From an optimization exercise on the open Yosys and OpenROAD flow, aimed at small area and a short achievable clock period; shortcuts taken in it are not production practice.
For this run, only the layout was checked, not whether the RTL still works.

--- flow/config.mk ---
export PLATFORM = sky130hd
export DESIGN_NAME = cvu
export DESIGN_NICKNAME = cvu
export VERILOG_FILES = /design/flow/design.v
export SDC_FILE = /design/flow/constraint.sdc
export NUM_CORES = 4
export LEC_CHECK = 0
export CAP_MARGIN = 20
export CORE_MARGIN = 2
export CORE_UTILIZATION = 40
export SLEW_MARGIN = 20
--- flow/constraint.sdc ---
create_clock -name core_clock -period 20.0 [get_ports {clk}]
set_input_delay 4.0000 -clock core_clock [delete_from_list [all_inputs] [get_ports {clk}]]
set_output_delay 4.0000 -clock core_clock [all_outputs]
set_load 0.01 [all_outputs]
--- flow/run.sh ---
#!/bin/bash
# synth_recipe.tcl (not shown) runs the flow's synth.tcl, then flattens the netlist and writes it again
# the make line also repeats each setting of config.mk as NAME=value (left out here)
make -C /OpenROAD-flow-scripts/flow DESIGN_CONFIG=/design/flow/config.mk WORK_HOME=/design/flow/orfs CLKGATE_MAP_FILE= SYNTH_SCRIPT=/design/flow/synth_recipe.tcl finish
--- flow/design.v ---
module cvu (
    input  wire        clk,
    input  wire        rst,           
    input  wire [1:0]  cfg_poly,      
    input  wire        cfg_guard,     
    input  wire [31:0] cfg_xor,       
    input  wire        in_valid,
    input  wire        in_first,      
    input  wire        in_last,       
    input  wire [5:0]  in_words,      
    input  wire [63:0] in_guard,      
    input  wire [2:0]  in_nbytes,     
    input  wire [63:0] in_data,       
    input  wire        sw_we,
    input  wire [1:0]  sw_addr,       
    input  wire [31:0] sw_wdata,
    output reg  [31:0] cvrun,
    output wire [31:0] cvres,
    output reg         lostf,
    output reg         matchf,
    output reg         misf,
    output reg  [15:0] cvlost,
    output wire        busy
);
    localparam DEPTH = 32;
    function [31:0] fold;
        input [31:0] v_in;
        input [63:0] data;
        input [2:0]  nb;
        input [1:0]  poly;
        reg   [31:0] v;
        reg   [31:0] p;
        integer i, j;
        begin
            case (poly)
                2'd0:    p = 32'h82F63B78;
                2'd1:    p = 32'hEDB88320;
                default: p = 32'h00008408;
            endcase
            v = (poly == 2'd2) ? {16'd0, v_in[15:0]} : v_in;
            for (i = 0; i < 8; i = i + 1) begin
                if (i <= nb) begin
                    v[7:0] = v[7:0] ^ data[8*i +: 8];
                    for (j = 0; j < 8; j = j + 1)
                        v = (v >> 1) ^ (v[0] ? p : 32'd0);
                end
            end
            fold = v;
        end
    endfunction
    reg [63:0] buf_data  [0:DEPTH-1];
    reg [2:0]  buf_nb    [0:DEPTH-1];
    reg        buf_last  [0:DEPTH-1];
    reg [1:0]  buf_poly  [0:DEPTH-1];
    reg [5:0]  wp, rp;                
    reg        in_acc;                
    reg [1:0]  in_poly;               
    wire [5:0] occ  = wp - rp;
    wire [6:0] need = {1'b0, in_words} + (cfg_guard ? 7'd1 : 7'd0);
    wire [6:0] room = DEPTH - {1'b0, occ};
    wire start  = in_valid && in_first;
    wire admit  = start && (need <= room);
    wire lose   = start && !admit;
    wire take   = in_valid && !in_first && in_acc;
    wire gword  = admit && cfg_guard;
    reg [31:0] acc;
    reg        mid_item;              
    reg        pend_run, pend_exp;
    reg [31:0] pend_run_d, pend_exp_d;
    wire        apply_run = pend_run && !mid_item;
    wire        apply_exp = pend_exp && !mid_item;
    wire        nonempty  = (occ != 6'd0);
    wire        pop       = nonempty && !apply_run;
    wire [4:0]  ri       = rp[4:0];
    wire [31:0] acc_next = fold(acc, buf_data[ri], buf_nb[ri], buf_poly[ri]);
    wire [31:0] res_full = cvrun ^ cfg_xor;
    assign cvres = (cfg_poly == 2'd2) ? {16'd0, res_full[15:0]} : res_full;
    assign busy  = nonempty || mid_item || pend_run || pend_exp;
    wire clr = sw_we && (sw_addr == 2'd2);
    always @(posedge clk) begin
        if (gword) begin
            buf_data[wp[4:0]] <= in_guard;
            buf_nb[wp[4:0]]   <= 3'd7;
            buf_last[wp[4:0]] <= 1'b0;
            buf_poly[wp[4:0]] <= cfg_poly;
            buf_data[wp[4:0] + 5'd1] <= in_data;
            buf_nb[wp[4:0] + 5'd1]   <= in_nbytes;
            buf_last[wp[4:0] + 5'd1] <= in_last;
            buf_poly[wp[4:0] + 5'd1] <= cfg_poly;
        end else if (admit) begin
            buf_data[wp[4:0]] <= in_data;
            buf_nb[wp[4:0]]   <= in_nbytes;
            buf_last[wp[4:0]] <= in_last;
            buf_poly[wp[4:0]] <= cfg_poly;
        end else if (take) begin
            buf_data[wp[4:0]] <= in_data;
            buf_nb[wp[4:0]]   <= in_nbytes;
            buf_last[wp[4:0]] <= in_last;
            buf_poly[wp[4:0]] <= in_poly;
        end
    end
    always @(posedge clk) begin
        if (rst) begin
            wp         <= 6'd0;
            rp         <= 6'd0;
            in_acc     <= 1'b0;
            in_poly    <= 2'd0;
            acc        <= 32'd0;
            cvrun      <= 32'd0;
            mid_item   <= 1'b0;
            pend_run   <= 1'b0;
            pend_exp   <= 1'b0;
            pend_run_d <= 32'd0;
            pend_exp_d <= 32'd0;
            lostf      <= 1'b0;
            matchf     <= 1'b0;
            misf       <= 1'b0;
            cvlost     <= 16'd0;
        end else begin
            if (gword)
                wp <= wp + 6'd2;
            else if (admit || take)
                wp <= wp + 6'd1;
            if (start) begin
                in_acc  <= admit;
                in_poly <= cfg_poly;
            end
            if (apply_run) begin
                acc   <= pend_run_d;
                cvrun <= pend_run_d;
            end else if (pop) begin
                rp  <= rp + 6'd1;
                acc <= acc_next;
                if (buf_last[ri]) begin
                    cvrun    <= acc_next;
                    mid_item <= 1'b0;
                end else begin
                    mid_item <= 1'b1;
                end
            end
            if (sw_we && sw_addr == 2'd0) begin
                pend_run   <= 1'b1;
                pend_run_d <= sw_wdata;
            end else if (apply_run) begin
                pend_run   <= 1'b0;
            end
            if (sw_we && sw_addr == 2'd1) begin
                pend_exp   <= 1'b1;
                pend_exp_d <= sw_wdata;
            end else if (apply_exp) begin
                pend_exp   <= 1'b0;
            end
            if (lose)
                lostf <= 1'b1;
            else if (clr && sw_wdata[0])
                lostf <= 1'b0;
            if (apply_exp && pend_exp_d == cvres)
                matchf <= 1'b1;
            else if (clr && sw_wdata[1])
                matchf <= 1'b0;
            if (apply_exp && pend_exp_d != cvres)
                misf <= 1'b1;
            else if (clr && sw_wdata[2])
                misf <= 1'b0;
            if (lose)
                cvlost <= cvlost + 16'd1;
        end
    end
endmodule
==> key figures <==
Run status
  • Status: complete, no violations

Clock tree
  • CTS Buf Count: 274
  • Clk buf depth: 4
  • Clock-pin slew of the registers on the worst-case setup and hold paths: 60 ps
  • CTS tree: built
  • Clock sink count: 2,410
  • H-tree depth: 5
  • Root Driver: clkbuf_16
  • Worst-Skew Late Latency: 950 ps

GRT
  • All-layer global routing usage: 28.45%
  • First-pass GRT wire length: 750,100 um
  • Initial antenna violation count: 63
  • Grt ovf: 0
  • Largest net degree at the start of global routing: 89
  • Vias in the first global route: 97,210

Job
  • Max-Cap Viols: 0

Timing
  • Final worst path period need: 19,140 ps
  • Fmax: 0.05224 GHz
  • Final hold viol count: 0
  • TNS Setup: 0 ps
  • Max Clock Skew: 77.74 ps
  • # setup viols final: 0
  • Worst Max-Slew Pin Slew: 1272 ps
  • Unrepaired setup endpoints after global routing: false
  • Final period util: 95.70%
  • Max-slew headroom: 13.50%
  • Fin. max-slew vios: 0

Setup path
  • CP endpoint kind: flip-flop
  • R2r worst-path depth: 61
  • Crit path max-delay family: XOR/XNOR gates
  • Worst setup SP type: flip-flop
  • Critical Path AT: 19,970 ps
  • Worst stage delay on the critical path: 650 ps
  • Critical Path Stages: 61
  • Worst-path maximum fanout: 53
  • CP most frequent cell: xnor2_1
  • Worst Setup Path Type: flip-flop to flip-flop
  • Crit path max-delay cell type: o311ai_0
  • WP data required: 20,830 ps
  • Crit path buffers/inverters: 8

Worst hold path
  • Worst min path class: flip-flop to flip-flop
  • Hold Path Depth: 2

Die
  • Die W: 607.2 um
  • Core Box Area: 362,200 sq um
  • Die height: 607.2 um
  • Die area: 368,600 sq um
  • I/O pin count: 296
  • # rows: 221
  • Starting Density: 40.17%

Synthesis
  • Syn. warnings: 1
  • Mapped Avg Cell Area: 13.32 sq um
  • Post-synth EDFFs: 2,240
  • Async set-reset flop share out of synthesis: 0%
  • Seq/Total Area, Yosys: 48.56%
  • Area leader, netlist: edfxtp_1
  • Synth Flop Type: edfxtp_1
  • Synth Register Bits: 2,410
  • Gate Count Post-Synth: 10,920
  • Netlist cell types: 139
  • Largest cells by area after synthesis: edfxtp_1, mux2_2, mux4_2
  • Syn_nets: 11,160
  • Post-Syn Area: 145,500 sq um
  • Yosys top cell area share: 46.22%

Detailed routing
  • Antenna-violating nets left: 0
  • Mean number of vias per cell: 6.215
  • Vias: 98,110
  • Routed wire length: 536,900 um
  • DRT Pass-1 Iters: 6
  • 1st-iter DRT viols: 12,140
  • DRC viols: 0
  • WL per Instance: 34.01 um

Layout
  • Fillcell total: 32,470
  • Final net count: 10,980
  • Post-Layout Cell Count: 15,780
  • Area growth from synthesis to layout: 11.36%
  • Area of the multi-input gates: 70,440 sq um
  • Reg area: 70,690 sq um
  • Fin area: 162,100 sq um
  • Share of layout cells above drive strength 1: 36.06%

Placed design
  • Port Buf Inserts: 295
  • Placed Cells: 15,260
  • Gpl congestion: 0.9453
  • HPWL Detailed: 319,600 um
  • Placed Area: 153,400 sq um
[cells in the final DEF (no fill, tap or decap), types with 27 or more instances in the layout]
cell and count:
a211oi_1 66, a21o_1 32, a21oi_1 399, a21oi_4 34, a22oi_1 74, a31oi_1 36, and2_1 67, and3_1 55
buf_12 28, buf_2 30, buf_4 370, clkbuf_1 67, clkbuf_16 282, clkdlybuf4s50_1 264, clkinv_1 62, clkinv_2 30
dfxtp_1 163, diode_2 31, edfxtp_1 2240, inv_1 43, mux2_2 2155, mux2i_1 278, mux4_2 623, nand2_1 573
nand3_1 128, nand4_1 32, nor2_1 544, nor2b_1 41, nor3_1 110, nor4_1 28, o211ai_1 45, o21ai_0 207
o21ai_1 33, o21ai_4 29, o22ai_1 27, or2_2 112, or3_1 53, xnor2_1 714, xnor3_1 48, xor2_1 212
[tightest hold or removal path: stages, from the launching register on]
cell,delay [ps]
dfxtp_1,310
nand2_1,50
a21oi_1,50
[registers in the layout (all words and copies together), names as in the netlist, 6 cells and up, named ones only]
name / flops
buf_data: 2048
buf_nb: 96
buf_poly: 64
acc: 32
buf_last: 32
cvrun: 32
pend_exp_d: 32
pend_run_d: 32
cvlost: 16
rp: 6
wp: 6
[final cells by class]
type / instances / share of cell area, %
flip-flops and latches: 2410 / 43.62
multi-input cells: 7320 / 43.47
clock buffers: 353 / 4.544
repair buffers: 696 / 3.818
well taps: 4794 / 3.701
clock inverters: 136 / 0.7003
inverters: 44 / 0.1019
diodes: 31 / 0.04787
[final timing paths]
check / slack [ps] / start / endpoint
worst max-delay path: 860 / flip-flop / cvrun[1]
worst min-delay path: 460 / pend_run_d[10] / pend_run_d[10]
worst max register to register: 860 / flip-flop / cvrun[1]
worst min register to register: 460 / pend_run_d[10] / pend_run_d[10]
[per-stage QoR]
stage	utilization (%)	hold WS (ps)	worst slack, ps
CTS	44.69	458.8	271.5
floorplan	-	431.7	4036
global route	44.73	482.0	25.50
detailed placement	42.34	451.4	344.6
finish	44.74	458.7	859.3
global placement	42.33	449.3	467.7
[cell usage after synthesis (112+ instances only)]
cell and n:
edfxtp_1 2240, mux2_2 2156, clkbuf_1 825, xnor2_1 717, mux4_2 623, nand2_1 579
nor2_1 550, a21oi_1 435, mux2i_1 287, o21ai_0 235, xor2_1 214, dfxtp_1 170
nand3_1 129, buf_1 119, or2_2 112
[cells by family (layout without fill, tap and decap cells)]
logic type,Yosys count,after routing,synth area share [%]
other cells,0,31,0
xor+xnor,1032,1032,7.045
buf+inv,1193,1229,3.750
simple gates,1904,1904,6.256
mux,3081,3081,28.47
fa+ha+maj,24,24,0.2115
flops,2410,2410,48.56
compound gates,1279,1279,5.705
[timing repair]
| item | CTS | global route |
|---|---|---|
| resized for setup | 0 | 23 |
| setup endpoints to repair | 0 | 64 |
| hold endpoints to repair | 0 | 0 |
| hold buffers | 0 | 0 |
| setup buffers | 0 | 6 |
[layer usage]
layer	up-vias	track usage, %	part of all wire [%]
li1	41110	-	-
met3	1123	4.975	8.7
met4	28	13.12	4.8
met1	50870	36.71	39
met2	4976	46.65	48
met5	-	0	0.033

[static timing again, ports no longer ideal]
No port has a modelled driver above. Below, the same layout with a new extraction and two added sets of constraints.
Step 1: set_driving_cell puts a clkbuf_16 on clk and a buf_2 on each other input, an assumption about the parent block.
Step 2 adds t to the input delays and takes it off the output delays; t is the mean of the earliest and latest rising clock arrival at the registers after step 1. Input paths then give back, and output paths get back, about the clock's delay inside the block.
Three values: ideal ports, drivers, drivers and shift; two values: the first two.
t (ns): 1.026
setup slack, ns: 0.859 / 0.859 / 0.859
hold WS [ns]: 0.459 / 0.459 / 0.459
worst data-port slew with drivers (ns): 0.27
cell pins on the clock port's net: 1
After both steps this run still meets setup and hold. For this run, drivers alone change the setup slack by 0.000 ns; drivers and shift together by 0.000 ns.
